Context: an optimization exercise on an open-source flow, tuned for small area, a short achievable clock period and few clock cycles. The choices shown serve that exercise and are no tape-out recipe.
RTL that was checked went through simulation tests only; none was proved equivalent to the original.
Only the layout flow was run in run 2; the RTL was not checked for function there.

<file path="flow/flow/run.sh">
#!/bin/bash
# The standard layout, except that synthesis maps the combinational logic
# with flow/abc_map.script (registers are mapped before ABC and unchanged).
set -euo pipefail
W=$(pwd)
export MY_ABC_SCRIPT=$W/flow/abc_map.script
bash standard.sh SYNTH_SCRIPT=$W/flow/synth.tcl finish > make_finish.log 2>&1
</file>
<file path="flow/flow/abc_map.script">
strash
dc2
strash
&get -n
&dch -f
&nf -R 1000
&put
topo
stime -c
buffer -c
upsize -c
dnsize -c
</file>
<file path="flow/flow/synth.tcl">
# synth_recipe.tcl with another ABC script for the combinational mapping
# (flow/abc_map.script); registers are mapped before ABC and unchanged.
proc synth {args} { yosys synth -nofsm -noshare {*}$args }
proc abc {args} {
  set i [lsearch $args -script]
  if {$i >= 0} { set args [lreplace $args $i [expr {$i+1}] -script $::env(MY_ABC_SCRIPT)] }
  yosys abc {*}$args
}
source $::env(SCRIPTS_DIR)/synth.tcl
# left out here: clear keep_hierarchy, flatten, clean up, hide names made inside functions, write 1_2_yosys.v
</file>
<file path="flow/standard.sh">
#!/bin/bash
# synth_recipe.tcl (not shown) runs the flow's synth.tcl, then flattens the netlist and writes it again
# the make line also repeats each setting of config.mk as NAME=value (left out here)
make -C /OpenROAD-flow-scripts/flow DESIGN_CONFIG=/design/flow/config.mk WORK_HOME=/design/flow/orfs CLKGATE_MAP_FILE= SYNTH_SCRIPT=/design/flow/synth_recipe.tcl "${@:-finish}"
</file>
<file path="flow/config.mk">
export PLATFORM = sky130hd
export DESIGN_NAME = ctx_unwrap
export DESIGN_NICKNAME = ctx_unwrap
export VERILOG_FILES = /design/flow/design.v
export SDC_FILE = /design/flow/constraint.sdc
export NUM_CORES = 8
export LEC_CHECK = 0
export ABC_AREA = 1
export CAP_MARGIN = 20
export CORE_MARGIN = 2
export CORE_UTILIZATION = 40
export PLACE_DENSITY = 0.5
export SETUP_SLACK_MARGIN = 5
export SLEW_MARGIN = 20
</file>
<file path="flow/constraint.sdc">
create_clock -name core_clock -period 10.0 [get_ports {clk}]
set_input_delay 2.0000 -clock core_clock [delete_from_list [all_inputs] [get_ports {clk}]]
set_output_delay 2.0000 -clock core_clock [all_outputs]
set_load 0.01 [all_outputs]
</file>
<file path="flow/design.v">
module aes_sbox (
    input  wire [7:0] a,
    output reg  [7:0] y
);
    always @(*) begin
        case (a)
            8'h00: y = 8'h63;
            8'h01: y = 8'h7c;
            8'h02: y = 8'h77;
            8'h03: y = 8'h7b;
            8'h04: y = 8'hf2;
            8'h05: y = 8'h6b;
            8'h06: y = 8'h6f;
            8'h07: y = 8'hc5;
            8'h08: y = 8'h30;
            8'h09: y = 8'h01;
            8'h0a: y = 8'h67;
            8'h0b: y = 8'h2b;
            8'h0c: y = 8'hfe;
            8'h0d: y = 8'hd7;
            8'h0e: y = 8'hab;
            8'h0f: y = 8'h76;
            8'h10: y = 8'hca;
            8'h11: y = 8'h82;
            8'h12: y = 8'hc9;
            8'h13: y = 8'h7d;
            8'h14: y = 8'hfa;
            8'h15: y = 8'h59;
            8'h16: y = 8'h47;
            8'h17: y = 8'hf0;
            8'h18: y = 8'had;
            8'h19: y = 8'hd4;
            8'h1a: y = 8'ha2;
            8'h1b: y = 8'haf;
            8'h1c: y = 8'h9c;
            8'h1d: y = 8'ha4;
            8'h1e: y = 8'h72;
            8'h1f: y = 8'hc0;
            8'h20: y = 8'hb7;
            8'h21: y = 8'hfd;
            8'h22: y = 8'h93;
            8'h23: y = 8'h26;
            8'h24: y = 8'h36;
            8'h25: y = 8'h3f;
            8'h26: y = 8'hf7;
            8'h27: y = 8'hcc;
            8'h28: y = 8'h34;
            8'h29: y = 8'ha5;
            8'h2a: y = 8'he5;
            8'h2b: y = 8'hf1;
            8'h2c: y = 8'h71;
            8'h2d: y = 8'hd8;
            8'h2e: y = 8'h31;
            8'h2f: y = 8'h15;
            8'h30: y = 8'h04;
            8'h31: y = 8'hc7;
            8'h32: y = 8'h23;
            8'h33: y = 8'hc3;
            8'h34: y = 8'h18;
            8'h35: y = 8'h96;
            8'h36: y = 8'h05;
            8'h37: y = 8'h9a;
            8'h38: y = 8'h07;
            8'h39: y = 8'h12;
            8'h3a: y = 8'h80;
            8'h3b: y = 8'he2;
            8'h3c: y = 8'heb;
            8'h3d: y = 8'h27;
            8'h3e: y = 8'hb2;
            8'h3f: y = 8'h75;
            8'h40: y = 8'h09;
            8'h41: y = 8'h83;
            8'h42: y = 8'h2c;
            8'h43: y = 8'h1a;
            8'h44: y = 8'h1b;
            8'h45: y = 8'h6e;
            8'h46: y = 8'h5a;
            8'h47: y = 8'ha0;
            8'h48: y = 8'h52;
            8'h49: y = 8'h3b;
            8'h4a: y = 8'hd6;
            8'h4b: y = 8'hb3;
            8'h4c: y = 8'h29;
            8'h4d: y = 8'he3;
            8'h4e: y = 8'h2f;
            8'h4f: y = 8'h84;
            8'h50: y = 8'h53;
            8'h51: y = 8'hd1;
            8'h52: y = 8'h00;
            8'h53: y = 8'hed;
            8'h54: y = 8'h20;
            8'h55: y = 8'hfc;
            8'h56: y = 8'hb1;
            8'h57: y = 8'h5b;
            8'h58: y = 8'h6a;
            8'h59: y = 8'hcb;
            8'h5a: y = 8'hbe;
            8'h5b: y = 8'h39;
            8'h5c: y = 8'h4a;
            8'h5d: y = 8'h4c;
            8'h5e: y = 8'h58;
            8'h5f: y = 8'hcf;
            8'h60: y = 8'hd0;
            8'h61: y = 8'hef;
            8'h62: y = 8'haa;
            8'h63: y = 8'hfb;
            8'h64: y = 8'h43;
            8'h65: y = 8'h4d;
            8'h66: y = 8'h33;
            8'h67: y = 8'h85;
            8'h68: y = 8'h45;
            8'h69: y = 8'hf9;
            8'h6a: y = 8'h02;
            8'h6b: y = 8'h7f;
            8'h6c: y = 8'h50;
            8'h6d: y = 8'h3c;
            8'h6e: y = 8'h9f;
            8'h6f: y = 8'ha8;
            8'h70: y = 8'h51;
            8'h71: y = 8'ha3;
            8'h72: y = 8'h40;
            8'h73: y = 8'h8f;
            8'h74: y = 8'h92;
            8'h75: y = 8'h9d;
            8'h76: y = 8'h38;
            8'h77: y = 8'hf5;
            8'h78: y = 8'hbc;
            8'h79: y = 8'hb6;
            8'h7a: y = 8'hda;
            8'h7b: y = 8'h21;
            8'h7c: y = 8'h10;
            8'h7d: y = 8'hff;
            8'h7e: y = 8'hf3;
            8'h7f: y = 8'hd2;
            8'h80: y = 8'hcd;
            8'h81: y = 8'h0c;
            8'h82: y = 8'h13;
            8'h83: y = 8'hec;
            8'h84: y = 8'h5f;
            8'h85: y = 8'h97;
            8'h86: y = 8'h44;
            8'h87: y = 8'h17;
            8'h88: y = 8'hc4;
            8'h89: y = 8'ha7;
            8'h8a: y = 8'h7e;
            8'h8b: y = 8'h3d;
            8'h8c: y = 8'h64;
            8'h8d: y = 8'h5d;
            8'h8e: y = 8'h19;
            8'h8f: y = 8'h73;
            8'h90: y = 8'h60;
            8'h91: y = 8'h81;
            8'h92: y = 8'h4f;
            8'h93: y = 8'hdc;
            8'h94: y = 8'h22;
            8'h95: y = 8'h2a;
            8'h96: y = 8'h90;
            8'h97: y = 8'h88;
            8'h98: y = 8'h46;
            8'h99: y = 8'hee;
            8'h9a: y = 8'hb8;
            8'h9b: y = 8'h14;
            8'h9c: y = 8'hde;
            8'h9d: y = 8'h5e;
            8'h9e: y = 8'h0b;
            8'h9f: y = 8'hdb;
            8'ha0: y = 8'he0;
            8'ha1: y = 8'h32;
            8'ha2: y = 8'h3a;
            8'ha3: y = 8'h0a;
            8'ha4: y = 8'h49;
            8'ha5: y = 8'h06;
            8'ha6: y = 8'h24;
            8'ha7: y = 8'h5c;
            8'ha8: y = 8'hc2;
            8'ha9: y = 8'hd3;
            8'haa: y = 8'hac;
            8'hab: y = 8'h62;
            8'hac: y = 8'h91;
            8'had: y = 8'h95;
            8'hae: y = 8'he4;
            8'haf: y = 8'h79;
            8'hb0: y = 8'he7;
            8'hb1: y = 8'hc8;
            8'hb2: y = 8'h37;
            8'hb3: y = 8'h6d;
            8'hb4: y = 8'h8d;
            8'hb5: y = 8'hd5;
            8'hb6: y = 8'h4e;
            8'hb7: y = 8'ha9;
            8'hb8: y = 8'h6c;
            8'hb9: y = 8'h56;
            8'hba: y = 8'hf4;
            8'hbb: y = 8'hea;
            8'hbc: y = 8'h65;
            8'hbd: y = 8'h7a;
            8'hbe: y = 8'hae;
            8'hbf: y = 8'h08;
            8'hc0: y = 8'hba;
            8'hc1: y = 8'h78;
            8'hc2: y = 8'h25;
            8'hc3: y = 8'h2e;
            8'hc4: y = 8'h1c;
            8'hc5: y = 8'ha6;
            8'hc6: y = 8'hb4;
            8'hc7: y = 8'hc6;
            8'hc8: y = 8'he8;
            8'hc9: y = 8'hdd;
            8'hca: y = 8'h74;
            8'hcb: y = 8'h1f;
            8'hcc: y = 8'h4b;
            8'hcd: y = 8'hbd;
            8'hce: y = 8'h8b;
            8'hcf: y = 8'h8a;
            8'hd0: y = 8'h70;
            8'hd1: y = 8'h3e;
            8'hd2: y = 8'hb5;
            8'hd3: y = 8'h66;
            8'hd4: y = 8'h48;
            8'hd5: y = 8'h03;
            8'hd6: y = 8'hf6;
            8'hd7: y = 8'h0e;
            8'hd8: y = 8'h61;
            8'hd9: y = 8'h35;
            8'hda: y = 8'h57;
            8'hdb: y = 8'hb9;
            8'hdc: y = 8'h86;
            8'hdd: y = 8'hc1;
            8'hde: y = 8'h1d;
            8'hdf: y = 8'h9e;
            8'he0: y = 8'he1;
            8'he1: y = 8'hf8;
            8'he2: y = 8'h98;
            8'he3: y = 8'h11;
            8'he4: y = 8'h69;
            8'he5: y = 8'hd9;
            8'he6: y = 8'h8e;
            8'he7: y = 8'h94;
            8'he8: y = 8'h9b;
            8'he9: y = 8'h1e;
            8'hea: y = 8'h87;
            8'heb: y = 8'he9;
            8'hec: y = 8'hce;
            8'hed: y = 8'h55;
            8'hee: y = 8'h28;
            8'hef: y = 8'hdf;
            8'hf0: y = 8'h8c;
            8'hf1: y = 8'ha1;
            8'hf2: y = 8'h89;
            8'hf3: y = 8'h0d;
            8'hf4: y = 8'hbf;
            8'hf5: y = 8'he6;
            8'hf6: y = 8'h42;
            8'hf7: y = 8'h68;
            8'hf8: y = 8'h41;
            8'hf9: y = 8'h99;
            8'hfa: y = 8'h2d;
            8'hfb: y = 8'h0f;
            8'hfc: y = 8'hb0;
            8'hfd: y = 8'h54;
            8'hfe: y = 8'hbb;
            8'hff: y = 8'h16;
            default: y = 8'h00;
        endcase
    end
endmodule
module aes_inv_sbox (
    input  wire [7:0] a,
    output reg  [7:0] y
);
    always @(*) begin
        case (a)
            8'h00: y = 8'h52;
            8'h01: y = 8'h09;
            8'h02: y = 8'h6a;
            8'h03: y = 8'hd5;
            8'h04: y = 8'h30;
            8'h05: y = 8'h36;
            8'h06: y = 8'ha5;
            8'h07: y = 8'h38;
            8'h08: y = 8'hbf;
            8'h09: y = 8'h40;
            8'h0a: y = 8'ha3;
            8'h0b: y = 8'h9e;
            8'h0c: y = 8'h81;
            8'h0d: y = 8'hf3;
            8'h0e: y = 8'hd7;
            8'h0f: y = 8'hfb;
            8'h10: y = 8'h7c;
            8'h11: y = 8'he3;
            8'h12: y = 8'h39;
            8'h13: y = 8'h82;
            8'h14: y = 8'h9b;
            8'h15: y = 8'h2f;
            8'h16: y = 8'hff;
            8'h17: y = 8'h87;
            8'h18: y = 8'h34;
            8'h19: y = 8'h8e;
            8'h1a: y = 8'h43;
            8'h1b: y = 8'h44;
            8'h1c: y = 8'hc4;
            8'h1d: y = 8'hde;
            8'h1e: y = 8'he9;
            8'h1f: y = 8'hcb;
            8'h20: y = 8'h54;
            8'h21: y = 8'h7b;
            8'h22: y = 8'h94;
            8'h23: y = 8'h32;
            8'h24: y = 8'ha6;
            8'h25: y = 8'hc2;
            8'h26: y = 8'h23;
            8'h27: y = 8'h3d;
            8'h28: y = 8'hee;
            8'h29: y = 8'h4c;
            8'h2a: y = 8'h95;
            8'h2b: y = 8'h0b;
            8'h2c: y = 8'h42;
            8'h2d: y = 8'hfa;
            8'h2e: y = 8'hc3;
            8'h2f: y = 8'h4e;
            8'h30: y = 8'h08;
            8'h31: y = 8'h2e;
            8'h32: y = 8'ha1;
            8'h33: y = 8'h66;
            8'h34: y = 8'h28;
            8'h35: y = 8'hd9;
            8'h36: y = 8'h24;
            8'h37: y = 8'hb2;
            8'h38: y = 8'h76;
            8'h39: y = 8'h5b;
            8'h3a: y = 8'ha2;
            8'h3b: y = 8'h49;
            8'h3c: y = 8'h6d;
            8'h3d: y = 8'h8b;
            8'h3e: y = 8'hd1;
            8'h3f: y = 8'h25;
            8'h40: y = 8'h72;
            8'h41: y = 8'hf8;
            8'h42: y = 8'hf6;
            8'h43: y = 8'h64;
            8'h44: y = 8'h86;
            8'h45: y = 8'h68;
            8'h46: y = 8'h98;
            8'h47: y = 8'h16;
            8'h48: y = 8'hd4;
            8'h49: y = 8'ha4;
            8'h4a: y = 8'h5c;
            8'h4b: y = 8'hcc;
            8'h4c: y = 8'h5d;
            8'h4d: y = 8'h65;
            8'h4e: y = 8'hb6;
            8'h4f: y = 8'h92;
            8'h50: y = 8'h6c;
            8'h51: y = 8'h70;
            8'h52: y = 8'h48;
            8'h53: y = 8'h50;
            8'h54: y = 8'hfd;
            8'h55: y = 8'hed;
            8'h56: y = 8'hb9;
            8'h57: y = 8'hda;
            8'h58: y = 8'h5e;
            8'h59: y = 8'h15;
            8'h5a: y = 8'h46;
            8'h5b: y = 8'h57;
            8'h5c: y = 8'ha7;
            8'h5d: y = 8'h8d;
            8'h5e: y = 8'h9d;
            8'h5f: y = 8'h84;
            8'h60: y = 8'h90;
            8'h61: y = 8'hd8;
            8'h62: y = 8'hab;
            8'h63: y = 8'h00;
            8'h64: y = 8'h8c;
            8'h65: y = 8'hbc;
            8'h66: y = 8'hd3;
            8'h67: y = 8'h0a;
            8'h68: y = 8'hf7;
            8'h69: y = 8'he4;
            8'h6a: y = 8'h58;
            8'h6b: y = 8'h05;
            8'h6c: y = 8'hb8;
            8'h6d: y = 8'hb3;
            8'h6e: y = 8'h45;
            8'h6f: y = 8'h06;
            8'h70: y = 8'hd0;
            8'h71: y = 8'h2c;
            8'h72: y = 8'h1e;
            8'h73: y = 8'h8f;
            8'h74: y = 8'hca;
            8'h75: y = 8'h3f;
            8'h76: y = 8'h0f;
            8'h77: y = 8'h02;
            8'h78: y = 8'hc1;
            8'h79: y = 8'haf;
            8'h7a: y = 8'hbd;
            8'h7b: y = 8'h03;
            8'h7c: y = 8'h01;
            8'h7d: y = 8'h13;
            8'h7e: y = 8'h8a;
            8'h7f: y = 8'h6b;
            8'h80: y = 8'h3a;
            8'h81: y = 8'h91;
            8'h82: y = 8'h11;
            8'h83: y = 8'h41;
            8'h84: y = 8'h4f;
            8'h85: y = 8'h67;
            8'h86: y = 8'hdc;
            8'h87: y = 8'hea;
            8'h88: y = 8'h97;
            8'h89: y = 8'hf2;
            8'h8a: y = 8'hcf;
            8'h8b: y = 8'hce;
            8'h8c: y = 8'hf0;
            8'h8d: y = 8'hb4;
            8'h8e: y = 8'he6;
            8'h8f: y = 8'h73;
            8'h90: y = 8'h96;
            8'h91: y = 8'hac;
            8'h92: y = 8'h74;
            8'h93: y = 8'h22;
            8'h94: y = 8'he7;
            8'h95: y = 8'had;
            8'h96: y = 8'h35;
            8'h97: y = 8'h85;
            8'h98: y = 8'he2;
            8'h99: y = 8'hf9;
            8'h9a: y = 8'h37;
            8'h9b: y = 8'he8;
            8'h9c: y = 8'h1c;
            8'h9d: y = 8'h75;
            8'h9e: y = 8'hdf;
            8'h9f: y = 8'h6e;
            8'ha0: y = 8'h47;
            8'ha1: y = 8'hf1;
            8'ha2: y = 8'h1a;
            8'ha3: y = 8'h71;
            8'ha4: y = 8'h1d;
            8'ha5: y = 8'h29;
            8'ha6: y = 8'hc5;
            8'ha7: y = 8'h89;
            8'ha8: y = 8'h6f;
            8'ha9: y = 8'hb7;
            8'haa: y = 8'h62;
            8'hab: y = 8'h0e;
            8'hac: y = 8'haa;
            8'had: y = 8'h18;
            8'hae: y = 8'hbe;
            8'haf: y = 8'h1b;
            8'hb0: y = 8'hfc;
            8'hb1: y = 8'h56;
            8'hb2: y = 8'h3e;
            8'hb3: y = 8'h4b;
            8'hb4: y = 8'hc6;
            8'hb5: y = 8'hd2;
            8'hb6: y = 8'h79;
            8'hb7: y = 8'h20;
            8'hb8: y = 8'h9a;
            8'hb9: y = 8'hdb;
            8'hba: y = 8'hc0;
            8'hbb: y = 8'hfe;
            8'hbc: y = 8'h78;
            8'hbd: y = 8'hcd;
            8'hbe: y = 8'h5a;
            8'hbf: y = 8'hf4;
            8'hc0: y = 8'h1f;
            8'hc1: y = 8'hdd;
            8'hc2: y = 8'ha8;
            8'hc3: y = 8'h33;
            8'hc4: y = 8'h88;
            8'hc5: y = 8'h07;
            8'hc6: y = 8'hc7;
            8'hc7: y = 8'h31;
            8'hc8: y = 8'hb1;
            8'hc9: y = 8'h12;
            8'hca: y = 8'h10;
            8'hcb: y = 8'h59;
            8'hcc: y = 8'h27;
            8'hcd: y = 8'h80;
            8'hce: y = 8'hec;
            8'hcf: y = 8'h5f;
            8'hd0: y = 8'h60;
            8'hd1: y = 8'h51;
            8'hd2: y = 8'h7f;
            8'hd3: y = 8'ha9;
            8'hd4: y = 8'h19;
            8'hd5: y = 8'hb5;
            8'hd6: y = 8'h4a;
            8'hd7: y = 8'h0d;
            8'hd8: y = 8'h2d;
            8'hd9: y = 8'he5;
            8'hda: y = 8'h7a;
            8'hdb: y = 8'h9f;
            8'hdc: y = 8'h93;
            8'hdd: y = 8'hc9;
            8'hde: y = 8'h9c;
            8'hdf: y = 8'hef;
            8'he0: y = 8'ha0;
            8'he1: y = 8'he0;
            8'he2: y = 8'h3b;
            8'he3: y = 8'h4d;
            8'he4: y = 8'hae;
            8'he5: y = 8'h2a;
            8'he6: y = 8'hf5;
            8'he7: y = 8'hb0;
            8'he8: y = 8'hc8;
            8'he9: y = 8'heb;
            8'hea: y = 8'hbb;
            8'heb: y = 8'h3c;
            8'hec: y = 8'h83;
            8'hed: y = 8'h53;
            8'hee: y = 8'h99;
            8'hef: y = 8'h61;
            8'hf0: y = 8'h17;
            8'hf1: y = 8'h2b;
            8'hf2: y = 8'h04;
            8'hf3: y = 8'h7e;
            8'hf4: y = 8'hba;
            8'hf5: y = 8'h77;
            8'hf6: y = 8'hd6;
            8'hf7: y = 8'h26;
            8'hf8: y = 8'he1;
            8'hf9: y = 8'h69;
            8'hfa: y = 8'h14;
            8'hfb: y = 8'h63;
            8'hfc: y = 8'h55;
            8'hfd: y = 8'h21;
            8'hfe: y = 8'h0c;
            8'hff: y = 8'h7d;
            default: y = 8'h00;
        endcase
    end
endmodule
module ctx_unwrap (
    input  wire         clk,
    input  wire         rst,        
    input  wire         start,      
    input  wire [255:0] kek,        
    input  wire [575:0] wrapped,    
    output wire         ready,
    output reg          done,       
    output wire         ok,         
    output wire [511:0] key_out     
);
    localparam [63:0] IV = 64'hA6A6_A6A6_A6A6_A6A6;
    reg          s_idle, s_kexp, s_white, s_rnd, s_end, s_zero;
    reg  [3:0]   rnd;           
    reg  [5:0]   t;             
    reg  [255:0] kw;            
    reg  [255:0] ks;            
    reg  [127:0] s;             
    reg  [63:0]  ain;           
    reg  [63:0]  nx;            
    reg  [63:0]  r [0:7];       
    reg          neq;           
    reg          okr;
    assign ready   = s_idle;
    assign ok      = okr;
    assign key_out = {r[0], r[1], r[2], r[3], r[4], r[5], r[6], r[7]};
    function [7:0] xt;
        input [7:0] b;
        xt = {b[6:0], 1'b0} ^ (b[7] ? 8'h1b : 8'h00);
    endfunction
    function [7:0] rcon;
        input [2:0] i;
        case (i)
            3'd1: rcon = 8'h01;
            3'd2: rcon = 8'h02;
            3'd3: rcon = 8'h04;
            3'd4: rcon = 8'h08;
            3'd5: rcon = 8'h10;
            3'd6: rcon = 8'h20;
            3'd7: rcon = 8'h40;
            default: rcon = 8'h00;
        endcase
    endfunction
    wire        fwd    = s_kexp;
    wire [31:0] ks_in  = fwd ? ks[31:0] : kw[159:128];
    wire [31:0] ks_sub;
    genvar g;
    generate
        for (g = 0; g < 4; g = g + 1) begin : g_ksub
            aes_sbox u_sbox (.a(ks_in[8*g +: 8]), .y(ks_sub[8*g +: 8]));
        end
    endgenerate
    wire        rot    = rnd[0] ^ fwd;
    wire [2:0]  rci    = rnd[3:1] + 3'd1;
    wire [31:0] ks_t   = rot ? ({ks_sub[23:0], ks_sub[31:24]} ^ {rcon(rci), 24'h0})
                             : ks_sub;
    wire [31:0] f0 = ks[255:224] ^ ks_t;
    wire [31:0] f1 = ks[255:224] ^ ks[223:192] ^ ks_t;
    wire [31:0] f2 = ks[255:224] ^ ks[223:192] ^ ks[191:160] ^ ks_t;
    wire [31:0] f3 = ks[255:224] ^ ks[223:192] ^ ks[191:160] ^ ks[159:128] ^ ks_t;
    wire [255:0] ks_fwd = {ks[127:0], f0, f1, f2, f3};
    wire [31:0] b0 = kw[127:96] ^ ks_t;
    wire [31:0] b1 = kw[95:64]  ^ kw[127:96];
    wire [31:0] b2 = kw[63:32]  ^ kw[95:64];
    wire [31:0] b3 = kw[31:0]   ^ kw[63:32];
    wire [255:0] kw_bwd = {b0, b1, b2, b3, kw[255:128]};
    wire [127:0] rk   = kw[255:128];     
    wire [127:0] rk14 = ks[127:0];
    wire [127:0] added = s ^ rk;         
    wire [127:0] mixed;                  
    genvar rr, cc;
    generate
        for (cc = 0; cc < 4; cc = cc + 1) begin : g_mix
            wire [7:0] c0 = added[127 - 8*(4*cc + 0) -: 8];
            wire [7:0] c1 = added[127 - 8*(4*cc + 1) -: 8];
            wire [7:0] c2 = added[127 - 8*(4*cc + 2) -: 8];
            wire [7:0] c3 = added[127 - 8*(4*cc + 3) -: 8];
            wire [7:0] u  = xt(xt(c0 ^ c2));
            wire [7:0] v  = xt(xt(c1 ^ c3));
            wire [7:0] d0 = c0 ^ u;
            wire [7:0] d1 = c1 ^ v;
            wire [7:0] d2 = c2 ^ u;
            wire [7:0] d3 = c3 ^ v;
            wire [7:0] tt = d0 ^ d1 ^ d2 ^ d3;
            assign mixed[127 - 8*(4*cc + 0) -: 8] = d0 ^ tt ^ xt(d0 ^ d1);
            assign mixed[127 - 8*(4*cc + 1) -: 8] = d1 ^ tt ^ xt(d1 ^ d2);
            assign mixed[127 - 8*(4*cc + 2) -: 8] = d2 ^ tt ^ xt(d2 ^ d3);
            assign mixed[127 - 8*(4*cc + 3) -: 8] = d3 ^ tt ^ xt(d3 ^ d0);
        end
    endgenerate
    wire         white = s_white;
    wire [5:0]   tn    = t - 6'd1;
    wire [63:0]  kx_hi = white ? rk14[127:64] : (rk[127:64] ^ rk14[127:64] ^ {58'h0, tn});
    wire [127:0] first = {(white ? ain : s[127:64]) ^ kx_hi, nx ^ rk14[63:0]};
    wire [127:0] x     = s_rnd ? mixed : first;
    wire [127:0] subbed;
    generate
        for (cc = 0; cc < 4; cc = cc + 1) begin : g_col
            for (rr = 0; rr < 4; rr = rr + 1) begin : g_row
                aes_inv_sbox u_isbox (
                    .a(x     [127 - 8*(rr + 4*((cc + 4 - rr) % 4)) -: 8]),
                    .y(subbed[127 - 8*(rr + 4*cc) -: 8])
                );
            end
        end
    endgenerate
    wire         last = (t == 6'd1);
    wire go = s_idle && start;
    always @(posedge clk) begin
        if (rst) begin
            s_idle  <= 1'b1;
            s_kexp  <= 1'b0;
            s_white <= 1'b0;
            s_rnd   <= 1'b0;
            s_end   <= 1'b0;
            s_zero  <= 1'b0;
            done    <= 1'b0;
        end else begin
            s_idle  <= (s_idle && !start) || (fin && okn) || (s_zero && rnd == 4'd0);
            s_kexp  <= go || (s_kexp && rnd != 4'd12);
            s_white <= s_kexp && rnd == 4'd12;
            s_rnd   <= s_white || (s_rnd && rnd != 4'd1) || (s_end && !last);
            s_end   <= s_rnd && rnd == 4'd1;
            s_zero  <= (fin && !okn) || (s_zero && rnd != 4'd0);
            done    <= (fin && okn) || (s_zero && rnd == 4'd0);
        end
    end
    wire fin = s_end && last;
    wire okn = (added[127:64] == IV) && (neq || added[63:0] != r[3]);
    always @(posedge clk)
        kw <= s_rnd ? kw_bwd : ks;
    always @(posedge clk) begin
        if (s_idle)
            ks <= kek;
        else if (s_kexp)
            ks <= ks_fwd;
    end
    always @(posedge clk)
        s <= subbed;
    always @(posedge clk)
        if (s_idle)
            ain <= wrapped[575:512] ^ 64'd48;
    always @(posedge clk)
        nx <= s_kexp ? r[7] : r[6];
    always @(posedge clk) begin
        if (s_idle)
            rnd <= 4'd0;
        else if (s_kexp)
            rnd <= rnd + 4'd1;
        else if (s_white || s_end)
            rnd <= (last ? 4'd7 : 4'd13);
        else
            rnd <= rnd - 4'd1;
    end
    always @(posedge clk) begin
        if (s_idle)
            t <= 6'd48;
        else if (s_end)
            t <= tn;
    end
    always @(posedge clk) begin
        if (s_idle)
            neq <= 1'b0;
        else if (s_rnd && t[5:2] == 4'd0 && r[0] != r[4])
            neq <= 1'b1;
    end
    always @(posedge clk)
        if (fin)
            okr <= okn;
    integer k;
    always @(posedge clk) begin
        if (go) begin
            for (k = 0; k < 8; k = k + 1)
                r[k] <= wrapped[511 - 64*k -: 64];    
        end else if (s_end || s_zero) begin
            for (k = 1; k < 8; k = k + 1)
                r[k] <= r[k-1];
            r[0] <= s_end ? added[63:0] : 64'h0;
        end
    end
endmodule
</file>
==> out/metrics.csv, run 1 <==
metric,value,unit
final setup vio count,0,
synthesized flop and latch total,1299,
first-pass GRT wire length,1140000,um
synthesized area per cell,8.07,um^2
final core utilization,0.514,
Die Span Y,543,um
worst-skew pair later-pin latency,970,ps
root buffer cell,clkbuf_16,
sequential area share after synthesis,0.295,
cts bufs inserted,159,
Synth Flop Type,edfxtp_1,
Clock Sinks,1299,
hold buffers post-CTS,0,
"antenna viol nets, final",0,
Rows,198,
nets,16700,
final worst slack,4580,ps
"Net Count, Synth",15600,
"count leader, synth",nand2_1,
placed inst area,0.134,mm^2
Core Region,0.290,mm^2
IO buf count,1349,
Fin Setup TNS,0,ps
Critical-path top delay cell,nor2_1,
Rel. slew slack,0.00780,
Ports,1350,
Commonest cells post-synth,"nand2_1, o21ai_0, a21oi_1, nor2_1, edfxtp_1",
hpwl dp,645000,um
"Non-Filler Cell Area, Final",0.149,mm^2
drt drc,0,
share of post-route cells with drive strength above 1,0.189,
Area Overhead vs Synth,28.3,%
Worst path max stage delay,600,ps
Initial Util,0.401,
Crit. End Element,register,
Hold Fails Final Rpt,0,
worst-margin pin slew,1480,ps
post-synth top area cell,edfxtp_1,
clock buffer depth,4,
"Slew Viols, Final",0,
Synth top area share,0.215,
Worst Path Max Fanout,38,
antenna violations before repair,256,
CTS tree,done,
Setup WS pre-CTS,3320,ps
"Distinct cells, synth",115,
CP top delay family,XOR/XNOR gates,
worst path required time,10890,ps
largest net degree at the start of global routing,189,
drt pass-1 iters,22,
Async SR Flop Fraction,0,
status,timing/DRC/antenna clean,
"Arr. time, crit path",6310,ps
Clock Skews,89.8,ps
synthesized instance count,14400,
critical path type,register to register,
Max-cap violations,0,
vias in the first global route,131000,
routability cong.,1.20,
Reg2Reg Setup Slack,4580,ps
die area,0.295,mm^2
grt ovf,0,
Die X,543,um
top post-synthesis cells by area,"edfxtp_1, dfxtp_1, mux2_2",
Via density,7.47,
"EDFF count, synth",833,
WL final,874000,um
Iter 0 DRT Violations,33300,
Yosys Warn Count,4,
Tcrit/Tclk final,0.542,
worst hold path type,register to register,
"Reg clk slew, reported paths",70,ps
Critical Path Start Type,register,
H-Tree Depth,4,
Wirelength per Cell,44.1,um
Crit path buffers/inverters,1,
final worst path period need,5420,ps
Synth Cell Area,0.116,mm^2
crit-path cells,"xnor2_2, xnor2_2, xnor2_4, xor2_2, xnor2_1, xor2_1, nor2_1, o22a_4, buf_8, ha_2, a21oi_1, nor2_1, nor3_1, o311ai_1, a21oi_1, a31oi_1",
Total GRT Usage,0.554,
RSZ-0062 raised after global routing,true,
Fmax achieved,0.184,GHz
DR vias,148000,
layout by cell type, fill, tap and decap left out, types with 107 or more instances in the layout:
cell and instances:
xnor2_1 567, ha_1 267, xor2_1 267, a211oi_1 213, o221ai_1 155, edfxtp_1 833
o21ai_0 1414, a31oi_1 307, o22ai_1 212, o211ai_1 245, nor2_1 1230, nor2_2 137
a21oi_1 1364, clkbuf_16 163, dfxtp_1 416, mux2_2 801, nand3_1 286, xnor2_2 124
nand2_1 1545, nand2b_1 133, clkdlybuf4s50_1 1344, diode_2 305, and2_1 107, nor3_1 317
buf_4 487, a221oi_1 116, o21ai_1 130, o311ai_0 134
cell type report:
type,count,area (um^2)
antenna,305,763
tap,3900,4880
sequential,1299,34400
fill,26700,141000
inverter,116,594
clock buffer,194,4270
timing repair inverter,4,25.0
timing repair buffer,1989,19600
clock inverter,99,1040
multi-input combinational,11900,83600
state kept, by name (all words and copies together), names as in the netlist, 4 cells and up:
register  flops
s           128
ks          256
kw          256
ain          64
rnd           4
r           512
nx           64
t             6
repair_timing:
item | CTS | global route
cloned | 5 | 8
buffers inserted | 132 | 163
pin swaps | 60 | 99
resized for setup | 675 | 699
endpoints found under the hold margin | 0 | 0
endpoints found under the setup margin | 282 | 198
cell families (layout without fill, tap and decap cells):
kind of cell,Yosys count,in the layout,share of synthesized area
AOI/OAI and AO/OA,5273,5276,0.282
xor gates and xnor gates,1178,1178,0.0969
adders and majority gates,357,357,0.0384
buffers and inverters,1213,2402,0.0443
DFF,1299,1299,0.295
muxes,915,916,0.0877
other,0,305,0
and+or+nand+nor,4187,4187,0.155
per-layer routing:
layer / GRT usage / vias to the layer above / part of all wire
li1: - / 56200 / -
met1: 0.608 / 69900 / 0.32
met2: 0.733 / 16700 / 0.38
met3: 0.320 / 5105 / 0.18
met4: 0.532 / 102 / 0.13
met5: 0.0260 / - / 0.0016
path summary, 6_finish.rpt:
| check | cells after the start | from | end |
|---|---|---|---|
| hold reg to reg | 2 | neq | neq |
| hold / removal | 2 | neq | neq |
| setup / recovery | 16 | s[96] | s[40] |
| setup reg to reg | 16 | s[96] | s[40] |
metrics by stage:
stage          hold WS (ps)  instances
6_report                491      19800
5_1_grt                 521      19700
3_5_place_dp            475      18900
3_3_place_gp            467      18900
4_1_cts                 491      19300
2_1_floorplan           434      14400
worst min-delay path: stages (launching register included):
cell and delay, ps:
dfxtp_1 340, a31oi_1 50, nor2_1 70
Testbench counts, summed over its fixed seeds: cycles 88,224.
==> run 2, diff against run 1 <==
--- a/flow/design.v
+++ b/flow/design.v
@@ -550,4 +550,2 @@
     reg  [127:0] s;             
-    reg  [63:0]  ain;           
-    reg  [63:0]  nx;            
     reg  [63:0]  r [0:7];       
@@ -625,3 +623,3 @@
     wire [63:0]  kx_hi = white ? rk14[127:64] : (rk[127:64] ^ rk14[127:64] ^ {58'h0, tn});
-    wire [127:0] first = {(white ? ain : s[127:64]) ^ kx_hi, nx ^ rk14[63:0]};
+    wire [127:0] first = {s[127:64] ^ kx_hi, (white ? s[63:0] : r[6]) ^ rk14[63:0]};
     wire [127:0] x     = s_rnd ? mixed : first;
@@ -669,9 +667,8 @@
     end
-    always @(posedge clk)
-        s <= subbed;
-    always @(posedge clk)
+    always @(posedge clk) begin
         if (s_idle)
-            ain <= wrapped[575:512] ^ 64'd48;
-    always @(posedge clk)
-        nx <= s_kexp ? r[7] : r[6];
+            s <= {wrapped[575:512] ^ 64'd48, wrapped[63:0]};    
+        else if (!s_kexp)
+            s <= subbed;
+    end
     always @(posedge clk) begin
@@ -704,3 +701,3 @@
         if (go) begin
-            for (k = 0; k < 8; k = k + 1)
+            for (k = 0; k < 7; k = k + 1)
                 r[k] <= wrapped[511 - 64*k -: 64];    
==> flow/flow/run.sh (replaced) <==
#!/bin/bash
# The standard layout, with two changes: synthesis maps the combinational
# logic with flow/abc_map.script, and timing repair aims at setup slack
# >= 6.5 ns on the 10 ns clock.
set -euo pipefail
W=$(pwd)
export MY_ABC_SCRIPT=$W/flow/abc_map.script
bash standard.sh SYNTH_SCRIPT=$W/flow/synth.tcl SETUP_SLACK_MARGIN=6.5 finish > make_finish.log 2>&1
==> out/metrics.csv, run 2 <==
metric,value,unit
status,did not finish,
Stop stage,global routing,
first error,"[ERROR GRT-0229] Vertical edge usage exceeds the maximum allowed. (28, 46) usage=65535 limit=2200",
Rows,195,
post-synth top area cell,edfxtp_1,
hold buffers post-CTS,0,
Die X,537,um
sequential area share after synthesis,0.286,
Async SR Flop Fraction,0,
Clock Sinks,1171,
Commonest cells post-synth,"nand2_1, o21ai_0, nor2_1, a21oi_1, edfxtp_1",
"Distinct cells, synth",102,
Synth Cell Area,0.113,mm^2
cts bufs inserted,151,
Synth top area share,0.237,
top post-synthesis cells by area,"edfxtp_1, nand2_1, o21ai_0",
Yosys Warn Count,4,
synthesized area per cell,7.51,um^2
synthesized instance count,15100,
Synth Flop Type,edfxtp_1,
root buffer cell,clkbuf_16,
"EDFF count, synth",897,
Initial Util,0.402,
"count leader, synth",nand2_1,
hpwl dp,629000,um
"Net Count, Synth",16300,
clock buffer depth,4,
Ports,1350,
IO buf count,1349,
Die Span Y,537,um
largest net degree at the start of global routing,159,
routability cong.,1.32,
synthesized flop and latch total,1171,
H-Tree Depth,4,
## run 2: cell types whose count changed after synthesis, sizes merged, moves of 32 or more
cell    before   now
xor2       414   454
dfxtp      466   274
a31oi      348   387
nand2     1609  2804
nor2      1427  1501
edfxtp     833   897
nand2b     141   109
clkbuf     669   730
and2       122    87
mux2       803   301
## run 2: repair_timing
action                                 4_1_cts
resized for setup                         6941
setup buffers                             1612
pin swaps                                 1151
cloned                                     101
endpoints found under the hold margin        0
setup endpoints to repair                 1712
## run 2: how the worst max path moves through the flow
stage,endpoint,slack [ps],cells after the start
after floorplan,r[0][0],5390,5
after global placement,ks[22],2780,18
after detailed placement,ks[22],2640,18
after CTS,s[114],5260,22
## run 2: kinds of logic after synthesis
| group | Yosys count | share of synthesized area |
|---|---|---|
| and+or+nand+nor | 5352 | 0.195 |
| AOI/OAI and AO/OA | 5326 | 0.292 |
| buffers and inverters | 1291 | 0.0476 |
| xor gates and xnor gates | 1200 | 0.0998 |
| DFF | 1171 | 0.286 |
| muxes | 426 | 0.0411 |
| adders and majority gates | 354 | 0.0390 |
## run 2: stage by stage
step,instance area [um^2],setup WS (ps),cells
after floorplan,114000,5390,15100
after global placement,130000,2780,19400
after detailed placement,130000,2640,19400
after CTS,170000,5260,21300
==> run 3, diff against run 2 <==
--- a/flow/design.v
+++ b/flow/design.v
@@ -607,13 +607,34 @@
             wire [7:0] c3 = added[127 - 8*(4*cc + 3) -: 8];
-            wire [7:0] u  = xt(xt(c0 ^ c2));
-            wire [7:0] v  = xt(xt(c1 ^ c3));
-            wire [7:0] d0 = c0 ^ u;
-            wire [7:0] d1 = c1 ^ v;
-            wire [7:0] d2 = c2 ^ u;
-            wire [7:0] d3 = c3 ^ v;
-            wire [7:0] tt = d0 ^ d1 ^ d2 ^ d3;
-            assign mixed[127 - 8*(4*cc + 0) -: 8] = d0 ^ tt ^ xt(d0 ^ d1);
-            assign mixed[127 - 8*(4*cc + 1) -: 8] = d1 ^ tt ^ xt(d1 ^ d2);
-            assign mixed[127 - 8*(4*cc + 2) -: 8] = d2 ^ tt ^ xt(d2 ^ d3);
-            assign mixed[127 - 8*(4*cc + 3) -: 8] = d3 ^ tt ^ xt(d3 ^ d0);
+            assign mixed[127 - 8*(4*cc + 0) - 0] = c0[4] ^ c0[5] ^ c0[6] ^ c1[4] ^ c1[6] ^ c1[7] ^ c2[4] ^ c2[5] ^ c2[7] ^ c3[4] ^ c3[7];
+            assign mixed[127 - 8*(4*cc + 0) - 1] = c0[3] ^ c0[4] ^ c0[5] ^ c0[7] ^ c1[3] ^ c1[5] ^ c1[6] ^ c1[7] ^ c2[3] ^ c2[4] ^ c2[6] ^ c2[7] ^ c3[3] ^ c3[6] ^ c3[7];
+            assign mixed[127 - 8*(4*cc + 0) - 2] = c0[2] ^ c0[3] ^ c0[4] ^ c0[6] ^ c1[2] ^ c1[4] ^ c1[5] ^ c1[6] ^ c1[7] ^ c2[2] ^ c2[3] ^ c2[5] ^ c2[6] ^ c3[2] ^ c3[5] ^ c3[6] ^ c3[7];
+            assign mixed[127 - 8*(4*cc + 0) - 3] = c0[1] ^ c0[2] ^ c0[3] ^ c0[5] ^ c1[1] ^ c1[3] ^ c1[4] ^ c1[5] ^ c1[6] ^ c1[7] ^ c2[1] ^ c2[2] ^ c2[4] ^ c2[5] ^ c2[7] ^ c3[1] ^ c3[4] ^ c3[5] ^ c3[6];
+            assign mixed[127 - 8*(4*cc + 0) - 4] = c0[0] ^ c0[1] ^ c0[2] ^ c0[5] ^ c0[6] ^ c1[0] ^ c1[2] ^ c1[3] ^ c1[5] ^ c2[0] ^ c2[1] ^ c2[3] ^ c2[5] ^ c2[6] ^ c2[7] ^ c3[0] ^ c3[3] ^ c3[5] ^ c3[7];
+            assign mixed[127 - 8*(4*cc + 0) - 5] = c0[0] ^ c0[1] ^ c0[6] ^ c1[1] ^ c1[2] ^ c1[6] ^ c1[7] ^ c2[0] ^ c2[2] ^ c2[6] ^ c3[2] ^ c3[6] ^ c3[7];
+            assign mixed[127 - 8*(4*cc + 0) - 6] = c0[0] ^ c0[5] ^ c1[0] ^ c1[1] ^ c1[5] ^ c1[6] ^ c1[7] ^ c2[1] ^ c2[5] ^ c2[7] ^ c3[1] ^ c3[5] ^ c3[6];
+            assign mixed[127 - 8*(4*cc + 0) - 7] = c0[5] ^ c0[6] ^ c0[7] ^ c1[0] ^ c1[5] ^ c1[7] ^ c2[0] ^ c2[5] ^ c2[6] ^ c3[0] ^ c3[5];
+            assign mixed[127 - 8*(4*cc + 1) - 0] = c0[4] ^ c0[7] ^ c1[4] ^ c1[5] ^ c1[6] ^ c2[4] ^ c2[6] ^ c2[7] ^ c3[4] ^ c3[5] ^ c3[7];
+            assign mixed[127 - 8*(4*cc + 1) - 1] = c0[3] ^ c0[6] ^ c0[7] ^ c1[3] ^ c1[4] ^ c1[5] ^ c1[7] ^ c2[3] ^ c2[5] ^ c2[6] ^ c2[7] ^ c3[3] ^ c3[4] ^ c3[6] ^ c3[7];
+            assign mixed[127 - 8*(4*cc + 1) - 2] = c0[2] ^ c0[5] ^ c0[6] ^ c0[7] ^ c1[2] ^ c1[3] ^ c1[4] ^ c1[6] ^ c2[2] ^ c2[4] ^ c2[5] ^ c2[6] ^ c2[7] ^ c3[2] ^ c3[3] ^ c3[5] ^ c3[6];
+            assign mixed[127 - 8*(4*cc + 1) - 3] = c0[1] ^ c0[4] ^ c0[5] ^ c0[6] ^ c1[1] ^ c1[2] ^ c1[3] ^ c1[5] ^ c2[1] ^ c2[3] ^ c2[4] ^ c2[5] ^ c2[6] ^ c2[7] ^ c3[1] ^ c3[2] ^ c3[4] ^ c3[5] ^ c3[7];
+            assign mixed[127 - 8*(4*cc + 1) - 4] = c0[0] ^ c0[3] ^ c0[5] ^ c0[7] ^ c1[0] ^ c1[1] ^ c1[2] ^ c1[5] ^ c1[6] ^ c2[0] ^ c2[2] ^ c2[3] ^ c2[5] ^ c3[0] ^ c3[1] ^ c3[3] ^ c3[5] ^ c3[6] ^ c3[7];
+            assign mixed[127 - 8*(4*cc + 1) - 5] = c0[2] ^ c0[6] ^ c0[7] ^ c1[0] ^ c1[1] ^ c1[6] ^ c2[1] ^ c2[2] ^ c2[6] ^ c2[7] ^ c3[0] ^ c3[2] ^ c3[6];
+            assign mixed[127 - 8*(4*cc + 1) - 6] = c0[1] ^ c0[5] ^ c0[6] ^ c1[0] ^ c1[5] ^ c2[0] ^ c2[1] ^ c2[5] ^ c2[6] ^ c2[7] ^ c3[1] ^ c3[5] ^ c3[7];
+            assign mixed[127 - 8*(4*cc + 1) - 7] = c0[0] ^ c0[5] ^ c1[5] ^ c1[6] ^ c1[7] ^ c2[0] ^ c2[5] ^ c2[7] ^ c3[0] ^ c3[5] ^ c3[6];
+            assign mixed[127 - 8*(4*cc + 2) - 0] = c0[4] ^ c0[5] ^ c0[7] ^ c1[4] ^ c1[7] ^ c2[4] ^ c2[5] ^ c2[6] ^ c3[4] ^ c3[6] ^ c3[7];
+            assign mixed[127 - 8*(4*cc + 2) - 1] = c0[3] ^ c0[4] ^ c0[6] ^ c0[7] ^ c1[3] ^ c1[6] ^ c1[7] ^ c2[3] ^ c2[4] ^ c2[5] ^ c2[7] ^ c3[3] ^ c3[5] ^ c3[6] ^ c3[7];
+            assign mixed[127 - 8*(4*cc + 2) - 2] = c0[2] ^ c0[3] ^ c0[5] ^ c0[6] ^ c1[2] ^ c1[5] ^ c1[6] ^ c1[7] ^ c2[2] ^ c2[3] ^ c2[4] ^ c2[6] ^ c3[2] ^ c3[4] ^ c3[5] ^ c3[6] ^ c3[7];
+            assign mixed[127 - 8*(4*cc + 2) - 3] = c0[1] ^ c0[2] ^ c0[4] ^ c0[5] ^ c0[7] ^ c1[1] ^ c1[4] ^ c1[5] ^ c1[6] ^ c2[1] ^ c2[2] ^ c2[3] ^ c2[5] ^ c3[1] ^ c3[3] ^ c3[4] ^ c3[5] ^ c3[6] ^ c3[7];
+            assign mixed[127 - 8*(4*cc + 2) - 4] = c0[0] ^ c0[1] ^ c0[3] ^ c0[5] ^ c0[6] ^ c0[7] ^ c1[0] ^ c1[3] ^ c1[5] ^ c1[7] ^ c2[0] ^ c2[1] ^ c2[2] ^ c2[5] ^ c2[6] ^ c3[0] ^ c3[2] ^ c3[3] ^ c3[5];
+            assign mixed[127 - 8*(4*cc + 2) - 5] = c0[0] ^ c0[2] ^ c0[6] ^ c1[2] ^ c1[6] ^ c1[7] ^ c2[0] ^ c2[1] ^ c2[6] ^ c3[1] ^ c3[2] ^ c3[6] ^ c3[7];
+            assign mixed[127 - 8*(4*cc + 2) - 6] = c0[1] ^ c0[5] ^ c0[7] ^ c1[1] ^ c1[5] ^ c1[6] ^ c2[0] ^ c2[5] ^ c3[0] ^ c3[1] ^ c3[5] ^ c3[6] ^ c3[7];
+            assign mixed[127 - 8*(4*cc + 2) - 7] = c0[0] ^ c0[5] ^ c0[6] ^ c1[0] ^ c1[5] ^ c2[5] ^ c2[6] ^ c2[7] ^ c3[0] ^ c3[5] ^ c3[7];
+            assign mixed[127 - 8*(4*cc + 3) - 0] = c0[4] ^ c0[6] ^ c0[7] ^ c1[4] ^ c1[5] ^ c1[7] ^ c2[4] ^ c2[7] ^ c3[4] ^ c3[5] ^ c3[6];
+            assign mixed[127 - 8*(4*cc + 3) - 1] = c0[3] ^ c0[5] ^ c0[6] ^ c0[7] ^ c1[3] ^ c1[4] ^ c1[6] ^ c1[7] ^ c2[3] ^ c2[6] ^ c2[7] ^ c3[3] ^ c3[4] ^ c3[5] ^ c3[7];
+            assign mixed[127 - 8*(4*cc + 3) - 2] = c0[2] ^ c0[4] ^ c0[5] ^ c0[6] ^ c0[7] ^ c1[2] ^ c1[3] ^ c1[5] ^ c1[6] ^ c2[2] ^ c2[5] ^ c2[6] ^ c2[7] ^ c3[2] ^ c3[3] ^ c3[4] ^ c3[6];
+            assign mixed[127 - 8*(4*cc + 3) - 3] = c0[1] ^ c0[3] ^ c0[4] ^ c0[5] ^ c0[6] ^ c0[7] ^ c1[1] ^ c1[2] ^ c1[4] ^ c1[5] ^ c1[7] ^ c2[1] ^ c2[4] ^ c2[5] ^ c2[6] ^ c3[1] ^ c3[2] ^ c3[3] ^ c3[5];
+            assign mixed[127 - 8*(4*cc + 3) - 4] = c0[0] ^ c0[2] ^ c0[3] ^ c0[5] ^ c1[0] ^ c1[1] ^ c1[3] ^ c1[5] ^ c1[6] ^ c1[7] ^ c2[0] ^ c2[3] ^ c2[5] ^ c2[7] ^ c3[0] ^ c3[1] ^ c3[2] ^ c3[5] ^ c3[6];
+            assign mixed[127 - 8*(4*cc + 3) - 5] = c0[1] ^ c0[2] ^ c0[6] ^ c0[7] ^ c1[0] ^ c1[2] ^ c1[6] ^ c2[2] ^ c2[6] ^ c2[7] ^ c3[0] ^ c3[1] ^ c3[6];
+            assign mixed[127 - 8*(4*cc + 3) - 6] = c0[0] ^ c0[1] ^ c0[5] ^ c0[6] ^ c0[7] ^ c1[1] ^ c1[5] ^ c1[7] ^ c2[1] ^ c2[5] ^ c2[6] ^ c3[0] ^ c3[5];
+            assign mixed[127 - 8*(4*cc + 3) - 7] = c0[0] ^ c0[5] ^ c0[7] ^ c1[0] ^ c1[5] ^ c1[6] ^ c2[0] ^ c2[5] ^ c3[5] ^ c3[6] ^ c3[7];
         end
==> flow/flow/run.sh (replaced) <==
#!/bin/bash
set -euo pipefail
bash standard.sh SETUP_SLACK_MARGIN=6.5 finish > make_finish.log 2>&1
removed: flow/flow/abc_map.script
removed: flow/flow/synth.tcl
==> out/metrics.csv, run 3 <==
metric,value,unit
status,did not finish,
Stop stage,global routing,
first error,[ERROR GRT-0232] Routing congestion too high. Check the congestion heatmap in the GUI.,
largest net degree at the start of global routing,154,
Rows,214,
Commonest cells post-synth,"nand2_1, nand3_1, inv_1, o21ai_0, edfxtp_1",
Ports,1350,
Synth Cell Area,0.137,mm^2
IO buf count,1349,
Die X,589,um
Total GRT Usage,0.731,
routability cong.,1.21,
Die Span Y,589,um
synthesized area per cell,5.96,um^2
Initial Util,0.403,
Synth top area share,0.255,
clock buffer depth,4,
"count leader, synth",nand2_1,
post-synth top area cell,nand2_1,
"Distinct cells, synth",74,
grt ovf,13,
"EDFF count, synth",897,
"Net Count, Synth",24200,
top post-synthesis cells by area,"nand2_1, edfxtp_1, nand3_1",
hpwl dp,786000,um
root buffer cell,clkbuf_16,
H-Tree Depth,4,
Yosys Warn Count,4,
sequential area share after synthesis,0.237,
Async SR Flop Fraction,0,
Synth Flop Type,edfxtp_1,
cts bufs inserted,152,
synthesized instance count,23000,
Clock Sinks,1171,
synthesized flop and latch total,1171,
## run 3: cell count changes after synthesis, moves of 301 or more
cell | before | now
o21ai_0 | 1536 | 1194
nand3_1 | 289 | 4802
nand2_1 | 2803 | 9290
a31oi_1 | 374 | 67
a21oi_1 | 1438 | 291
nor2_1 | 1476 | 692
inv_1 | 114 | 1457
mux2_2 | 301 | 0
## run 3: layer usage
metal,overflow,track usage
met1,1,0.728
met2,2,0.880
met4,2,0.721
met3,6,0.609
met5,2,0.281
## run 3: how the worst max path moves through the flow
stage | cells past startpoint | slack [ps] | to
floorplan | 4 | 2900 | r[0][0]
global placement | 24 | 3590 | s[40]
detailed placement | 24 | 3670 | s[40]
CTS | 19 | 5940 | done
## run 3: metrics by stage
stage / util / cell area (um^2) / hold WS, ps / setup WS [ps] / instances
after CTS: 0.585 / 199000 / 460 / 5940 / 30300
after floorplan: - / 137000 / 427 / 2900 / 23000
after global placement: 0.450 / 153000 / 439 / 3590 / 27900
after detailed placement: 0.450 / 153000 / 451 / 3670 / 27900
## run 3: kinds of logic after synthesis
logic type	count (synthesis)	synth area share
and+or+nand+nor	15400	0.480
buffers and inverters	2820	0.0892
AOI/OAI and AO/OA	2112	0.0874
DFF	1171	0.237
xor gates and xnor gates	1091	0.0730
adders and majority gates	359	0.0328
muxes	19	0.00139
## run 3: timing repair
action	CTS
pin swaps	1243
gates resized for setup	7763
cloned	188
setup endpoints to repair	1918
setup buffers	1914
hold buffers	0
Testbench counts of run 3, summed over its fixed seeds: cycles 88,224.
==> run 4, diff against run 3 <==
--- a/flow/design.v
+++ b/flow/design.v
@@ -550,2 +550,4 @@
     reg  [127:0] s;             
+    reg  [63:0]  ain;           
+    reg  [63:0]  nx;            
     reg  [63:0]  r [0:7];       
@@ -644,3 +646,3 @@
     wire [63:0]  kx_hi = white ? rk14[127:64] : (rk[127:64] ^ rk14[127:64] ^ {58'h0, tn});
-    wire [127:0] first = {s[127:64] ^ kx_hi, (white ? s[63:0] : r[6]) ^ rk14[63:0]};
+    wire [127:0] first = {(white ? ain : s[127:64]) ^ kx_hi, nx ^ rk14[63:0]};
     wire [127:0] x     = s_rnd ? mixed : first;
@@ -688,8 +690,9 @@
     end
-    always @(posedge clk) begin
+    always @(posedge clk)
+        s <= subbed;
+    always @(posedge clk)
         if (s_idle)
-            s <= {wrapped[575:512] ^ 64'd48, wrapped[63:0]};    
-        else if (!s_kexp)
-            s <= subbed;
-    end
+            ain <= wrapped[575:512] ^ 64'd48;
+    always @(posedge clk)
+        nx <= s_kexp ? r[7] : r[6];
     always @(posedge clk) begin
@@ -722,3 +725,3 @@
         if (go) begin
-            for (k = 0; k < 7; k = k + 1)
+            for (k = 0; k < 8; k = k + 1)
                 r[k] <= wrapped[511 - 64*k -: 64];    
==> flow/run.sh (new file) <==
#!/bin/bash
# synth_recipe.tcl (not shown) runs the flow's synth.tcl, then flattens the netlist and writes it again
# the make line also repeats each setting of config.mk as NAME=value (left out here)
make -C /OpenROAD-flow-scripts/flow DESIGN_CONFIG=/design/flow/config.mk WORK_HOME=/design/flow/orfs CLKGATE_MAP_FILE= SYNTH_SCRIPT=/design/flow/synth_recipe.tcl finish
removed: flow/flow/run.sh
removed: flow/standard.sh
==> out/metrics.csv, run 4 <==
metric,value,unit
Commonest cells post-synth,"nand2_1, nand3_1, inv_1, o21ai_0, edfxtp_1",
Fmax achieved,0.197,GHz
"Distinct cells, synth",68,
critical path type,register to register,
Rows,215,
Die Span Y,591,um
FILL cells,36100,
drt drc,0,
"most used cell, CP",nand3_1,
Crit. End Element,register,
"Arr. time, crit path",5940,ps
CP top delay family,XOR/XNOR gates,
IO buf count,1349,
Core Region,0.343,mm^2
Total GRT Usage,0.530,
routability cong.,1.14,
XOR/XNOR Fraction of Synth Area,0.0788,
first-pass GRT wire length,1310000,um
post-synthesis mux area share,0.0264,
H-Tree Depth,4,
Rel. slew slack,0.0967,
Largest Register,r,
"commonest cells after routing, fill and taps aside","nand2_1, nand3_1, inv_1",
post-synth top area cell,nand2_1,
Synth Flop Type,edfxtp_1,
final setup vio count,0,
Yosys Warn Count,4,
final worst path period need,5070,ps
"Reg clk slew, reported paths",70,ps
max reg flops,512,
largest net degree at the start of global routing,200,
hpwl dp,745000,um
grt ovf,0,
hold buffers post-CTS,0,
"antenna viol nets, final",0,
antenna violations before repair,212,
synthesized instance count,22300,
Ports,1350,
vias in the first global route,156000,
Synth Cell Area,0.138,mm^2
cts bufs inserted,167,
Hold Fails Final Rpt,0,
crit-path cells,"buf_4, xor2_1, xnor2_1, xor2_1, xnor2_1, inv_1, nand2_1, nand3_1, nand2_2, inv_2, a21oi_1, nand3_1, nand3_1, nand3_1, nand2_1",
register area,0.0344,mm^2
clock buffer depth,4,
drt pass-1 iters,14,
nets,24200,
RSZ-0062 raised after global routing,true,
Clock Sinks,1299,
Via density,6.45,
Critical Path Start Type,register,
Worst path max stage delay,910,ps
post-synthesis compound-gate area fraction,0.0864,
Clock Skews,138,ps
Iter 0 DRT Violations,35200,
Wirelength per Cell,34.9,um
"count leader, synth",nand2_1,
top post-synthesis cells by area,"nand2_1, edfxtp_1, nand3_1",
Fin Setup TNS,0,ps
Largest regs,"r x512, ks x256, kw x256",
Async SR Flop Fraction,0,
"EDFF count, synth",833,
area of the multi-input gates,0.0939,mm^2
"most common cell after layout, fill and taps aside",nand2_1,
synthesized area per cell,6.19,um^2
"Net Count, Synth",23500,
sequential area share after synthesis,0.249,
Initial Util,0.402,
Synth top area share,0.226,
Critical-path top delay cell,xor2_1,
Worst Path Max Fanout,33,
area share of fa/ha/maj cells after synthesis,0.0327,
DR vias,180000,
"Slew Viols, Final",0,
worst-margin pin slew,1350,ps
Area Overhead vs Synth,18.0,%
post-synthesis simple-gate area fraction,0.443,
CTS tree,done,
worst path required time,10870,ps
largest family of logic cells by synthesized area,simple AND/OR/NAND/NOR gates,
Tcrit/Tclk final,0.507,
share of post-route cells with drive strength above 1,0.0690,
worst hold path type,register to register,
die area,0.350,mm^2
Die X,591,um
worst-skew pair later-pin latency,990,ps
root buffer cell,clkbuf_16,
status,timing/DRC/antenna clean,
synthesized flop and latch total,1299,
Crit path buffers/inverters,3,
Max-cap violations,0,
WL final,974000,um
## run 4: final cells by class
type                    instances  area share
repair buffers               1721       0.103
multi-input cells           18300       0.577
clock inverters                95     0.00733
well taps                    4557      0.0350
repair inverters                2   0.0000615
inverters                    1477      0.0347
diodes                        269     0.00413
flip-flops and latches       1299       0.211
clock buffers                 212      0.0282
## run 4: kinds of logic (layout without fill, tap and decap cells)
logic type	count (synthesis)	in the layout
adders and majority gates	361	361
buffers and inverters	2699	3507
muxes	327	327
xor gates and xnor gates	1174	1174
and+or+nand+nor	14300	14300
DFF	1299	1299
AOI/OAI and AO/OA	2122	2122
other	0	269
## run 4: what timing repair did
| action | in CTS | in global routing |
|---|---|---|
| gates cloned | 3 | 2 |
| resized for setup | 109 | 184 |
| buffers inserted | 6 | 41 |
| pin swaps | 1 | 9 |
| endpoints found under the setup margin | 254 | 273 |
## run 4: metal layers
layer / up-vias / wire length (um) / GRT usage
met4: 60 / 113000 / 0.489
met1: 84000 / 331000 / 0.626
met3: 3937 / 153000 / 0.218
met2: 16700 / 376000 / 0.722
met5: - / 1160 / 0.0285
li1: 75700 / - / -
## run 4: worst paths after layout
path            from  endpoint  slack (ps)  depth (start not counted)
max reg2reg  kw[163]     s[19]        4930                         15
max          kw[163]     s[19]        4930                         15
min          ks[198]   kw[198]         460                          2
min reg2reg  ks[198]   kw[198]         460                          2
## run 4: per-stage QoR
| step | cell area [um^2] | cells | hold slack, ps | setup WS, ps | util |
|---|---|---|---|---|---|
| after global placement | 154000 | 27300 | 462 | 4130 | 0.450 |
| final | 163000 | 27900 | 462 | 4930 | 0.474 |
| after CTS | 161000 | 27600 | 473 | 4830 | 0.468 |
| after global routing | 162000 | 27800 | 507 | 4950 | 0.473 |
| after detailed placement | 154000 | 27300 | 476 | 4250 | 0.450 |
| after floorplan | 138000 | 22300 | 430 | 5000 | - |
## run 4: tightest hold or removal path, stage by stage (launching register included)
cell and delay (ps):
edfxtp_1 360, nand2_1 60, o21ai_0 60
Testbench counts of run 4, summed over its fixed seeds: cycles 88,224.
==> run 5, diff against run 4 <==
--- a/flow/design.v
+++ b/flow/design.v
@@ -550,4 +550,2 @@
     reg  [127:0] s;             
-    reg  [63:0]  ain;           
-    reg  [63:0]  nx;            
     reg  [63:0]  r [0:7];       
@@ -646,3 +644,3 @@
     wire [63:0]  kx_hi = white ? rk14[127:64] : (rk[127:64] ^ rk14[127:64] ^ {58'h0, tn});
-    wire [127:0] first = {(white ? ain : s[127:64]) ^ kx_hi, nx ^ rk14[63:0]};
+    wire [127:0] first = {s[127:64] ^ kx_hi, (white ? s[63:0] : r[6]) ^ rk14[63:0]};
     wire [127:0] x     = s_rnd ? mixed : first;
@@ -690,9 +688,8 @@
     end
-    always @(posedge clk)
-        s <= subbed;
-    always @(posedge clk)
+    always @(posedge clk) begin
         if (s_idle)
-            ain <= wrapped[575:512] ^ 64'd48;
-    always @(posedge clk)
-        nx <= s_kexp ? r[7] : r[6];
+            s <= {wrapped[575:512] ^ 64'd48, wrapped[63:0]};    
+        else if (!s_kexp)
+            s <= subbed;
+    end
     always @(posedge clk) begin
@@ -725,3 +722,3 @@
         if (go) begin
-            for (k = 0; k < 8; k = k + 1)
+            for (k = 0; k < 7; k = k + 1)
                 r[k] <= wrapped[511 - 64*k -: 64];    
==> flow/flow/run.sh (new file) <==
#!/bin/bash
# The standard layout, except that synthesis maps the combinational logic
# with flow/abc_map.script (registers are mapped before ABC and unchanged).
set -euo pipefail
W=$(pwd)
export MY_ABC_SCRIPT=$W/flow/abc_map.script
bash standard.sh SYNTH_SCRIPT=$W/flow/synth.tcl finish > make_finish.log 2>&1
==> flow/flow/abc_map.script (new file) <==
strash
dc2
strash
&get -n
&dch -f
&nf -R 1000
&put
topo
stime -c
buffer -c
upsize -c
dnsize -c
==> flow/flow/synth.tcl (new file) <==
# synth_recipe.tcl with another ABC script for the combinational mapping
# (flow/abc_map.script); registers are mapped before ABC and unchanged.
proc synth {args} { yosys synth -nofsm -noshare {*}$args }
proc abc {args} {
  set i [lsearch $args -script]
  if {$i >= 0} { set args [lreplace $args $i [expr {$i+1}] -script $::env(MY_ABC_SCRIPT)] }
  yosys abc {*}$args
}
source $::env(SCRIPTS_DIR)/synth.tcl
# left out here: clear keep_hierarchy, flatten, clean up, hide names made inside functions, write 1_2_yosys.v
==> flow/standard.sh (new file) <==
#!/bin/bash
# synth_recipe.tcl (not shown) runs the flow's synth.tcl, then flattens the netlist and writes it again
# the make line also repeats each setting of config.mk as NAME=value (left out here)
make -C /OpenROAD-flow-scripts/flow DESIGN_CONFIG=/design/flow/config.mk WORK_HOME=/design/flow/orfs CLKGATE_MAP_FILE= SYNTH_SCRIPT=/design/flow/synth_recipe.tcl "${@:-finish}"
removed: flow/run.sh
==> out/metrics.csv, run 5 <==
metric,value,unit
Rel. slew slack,-1.06,
"Slew Viols, Final",16,
"most common cell after layout, fill and taps aside",nand2_1,
Largest regs,"r x512, ks x256, kw x256",
largest net degree at the start of global routing,151,
Wirelength per Cell,43.3,um
nets,18200,
SO Viols,"capacitance limit, slew limit",
synthesized area per cell,7.58,um^2
Tcrit/Tclk final,0.582,
Fin Setup TNS,0,ps
CTS tree,done,
final worst path period need,5820,ps
Fmax achieved,0.172,GHz
Via density,7.45,
die area,0.304,mm^2
Reg2Reg Setup Slack,4180,ps
register area,0.0325,mm^2
Commonest cells post-synth,"nand2_1, nor2_1, o21ai_0, a21oi_1, xnor2_1",
Clock Skews,112,ps
met2 wire length,340000,um
RSZ-0062 raised after global routing,true,
Worst setup startpoint,s[1],
top post-synthesis cells by area,"edfxtp_1, nand2_1, xnor2_1",
H-Tree Depth,4,
"count leader, synth",nand2_1,
first-pass GRT wire length,1190000,um
Max-cap violations,4,
Async SR Flop Fraction,0,
Core Region,0.297,mm^2
worst hold path type,register to register,
Die Span Y,551,um
synthesized instance count,15800,
drt pass-1 iters,28,
final setup vio count,0,
WL met3,179000,um
"antenna viol nets, final",0,
routed metal-1 wirelength,291000,um
routability cong.,1.42,
Max Used Layer,met5,
post-synth top area cell,edfxtp_1,
grt ovf,0,
Synth Flop Type,edfxtp_1,
area of the multi-input gates,0.0886,mm^2
max reg flops,512,
Area Overhead vs Synth,28.5,%
IO buf count,1349,
critical path type,register to register,
"Distinct cells, synth",113,
hpwl dp,674000,um
Setup WS pre-CTS,2880,ps
"Reg clk slew, reported paths",80,ps
antenna violations before repair,266,
WL final,921000,um
share of post-route cells with drive strength above 1,0.158,
synthesized flop and latch total,1171,
clock buffer depth,4,
DR vias,158000,
status,finished with violations,
FILL cells,27600,
min-delay src,kw[30],
Synth Cell Area,0.120,mm^2
sequential area share after synthesis,0.271,
vias in the first global route,139000,
-- run 5: critical path, stage by stage, from the launching register on --
cell and delay [ps]:
edfxtp_1 550, xor2_4 270, buf_4 230, xnor2_1 380, xnor2_1 150, xnor2_1 260
xnor2_1 140, xnor2_1 1320, a21o_1 260, buf_4 510, o211ai_1 240, a21oi_1 180
a311oi_1 80, or3_1 360, a21oi_1 370, o31ai_1 140
-- run 5: timing repair --
action | 4_1_cts | 5_1_grt
gates cloned | 10 | 17
setup buffers | 227 | 254
resized for setup | 766 | 841
setup endpoints to repair | 288 | 190
hold buffers | 0 | 0
pin swaps | 96 | 111
-- run 5: final timing paths --
| path | endpoint | cells after the start |
|---|---|---|
| max | s[29] | 15 |
| min | kw[158] | 2 |
| max reg2reg | s[29] | 15 |
| min reg2reg | kw[158] | 2 |
-- run 5: logic make-up (layout without fill, tap and decap cells) --
| kind of cell | after synthesis | count (layout) | synth area share |
|---|---|---|---|
| fa+ha+maj | 359 | 359 | 0.0375 |
| buf+inv | 1313 | 2602 | 0.0477 |
| simple gates | 5593 | 5595 | 0.196 |
| xor+xnor | 1735 | 1735 | 0.138 |
| compound gates | 5222 | 5230 | 0.274 |
| flops | 1171 | 1171 | 0.271 |
| mux | 397 | 398 | 0.0365 |
| other cells | 0 | 249 | 0 |
-- run 5: routing by layer --
metal	global-route usage	vias up
li1	-	60100
met1	0.613	74500
met2	0.735	18100
met3	0.360	5592
met4	0.474	154
met5	0.100	-
-- run 5: area by class of cell --
cell class | count | share of cell area
Sequential cell | 1171 | 0.211
Timing Repair Buffer | 2197 | 0.141
Timing Repair inverter | 4 | 0.000146
Antenna cell | 249 | 0.00405
Clock inverter | 63 | 0.00405
Tap cell | 3939 | 0.0320
Inverter | 141 | 0.00499
Clock buffer | 197 | 0.0270
Multi-Input combinational cell | 13300 | 0.576
-- run 5: per-stage QoR --
step                cell area [um^2]  hold WS, ps   util  cells
floorplan                     120000          438      -  15800
finish                        154000          487  0.518  21300
detailed placement            137000          505  0.460  20300
global placement              137000          475  0.460  20300
global route                  154000          484  0.517  21200
CTS                           147000          505  0.495  20800
Testbench counts of run 5, summed over its fixed seeds: cycles 88,224.

[re-timing with driven ports]
The results above use ideal ports. As a check the final layouts listed here were re-extracted and re-timed, cells and wires unchanged.
Step 1, drivers: a clkbuf_16 drives clk and a buf_2 each remaining input, both assumed.
Step 2 moves the port delays by t, midway between the first and last clock arrival at a register: inputs arrive t later, outputs are due t later. That takes back most of the time a late clock gives input paths.
Three values: ideal ports, drivers, drivers and shift; two values: the first two.
run | t, ns | setup WS [ns] | clock arrival spread, ns | worst slew at a driven data input, ns
run 1 | 1.049 | 4.579 / 4.579 / 4.579 | 0.092 / 0.092 | 0.84
run 4 | 1.060 | 4.928 / 4.921 / 4.329 | 0.138 / 0.138 | 0.62
run 5 | 0.978 | 4.181 / 4.181 / 4.014 | 0.113 / 0.113 | 0.73
For run 4, which loses most, drivers alone change the setup slack by -0.007 ns; drivers and shift together by -0.599 ns.
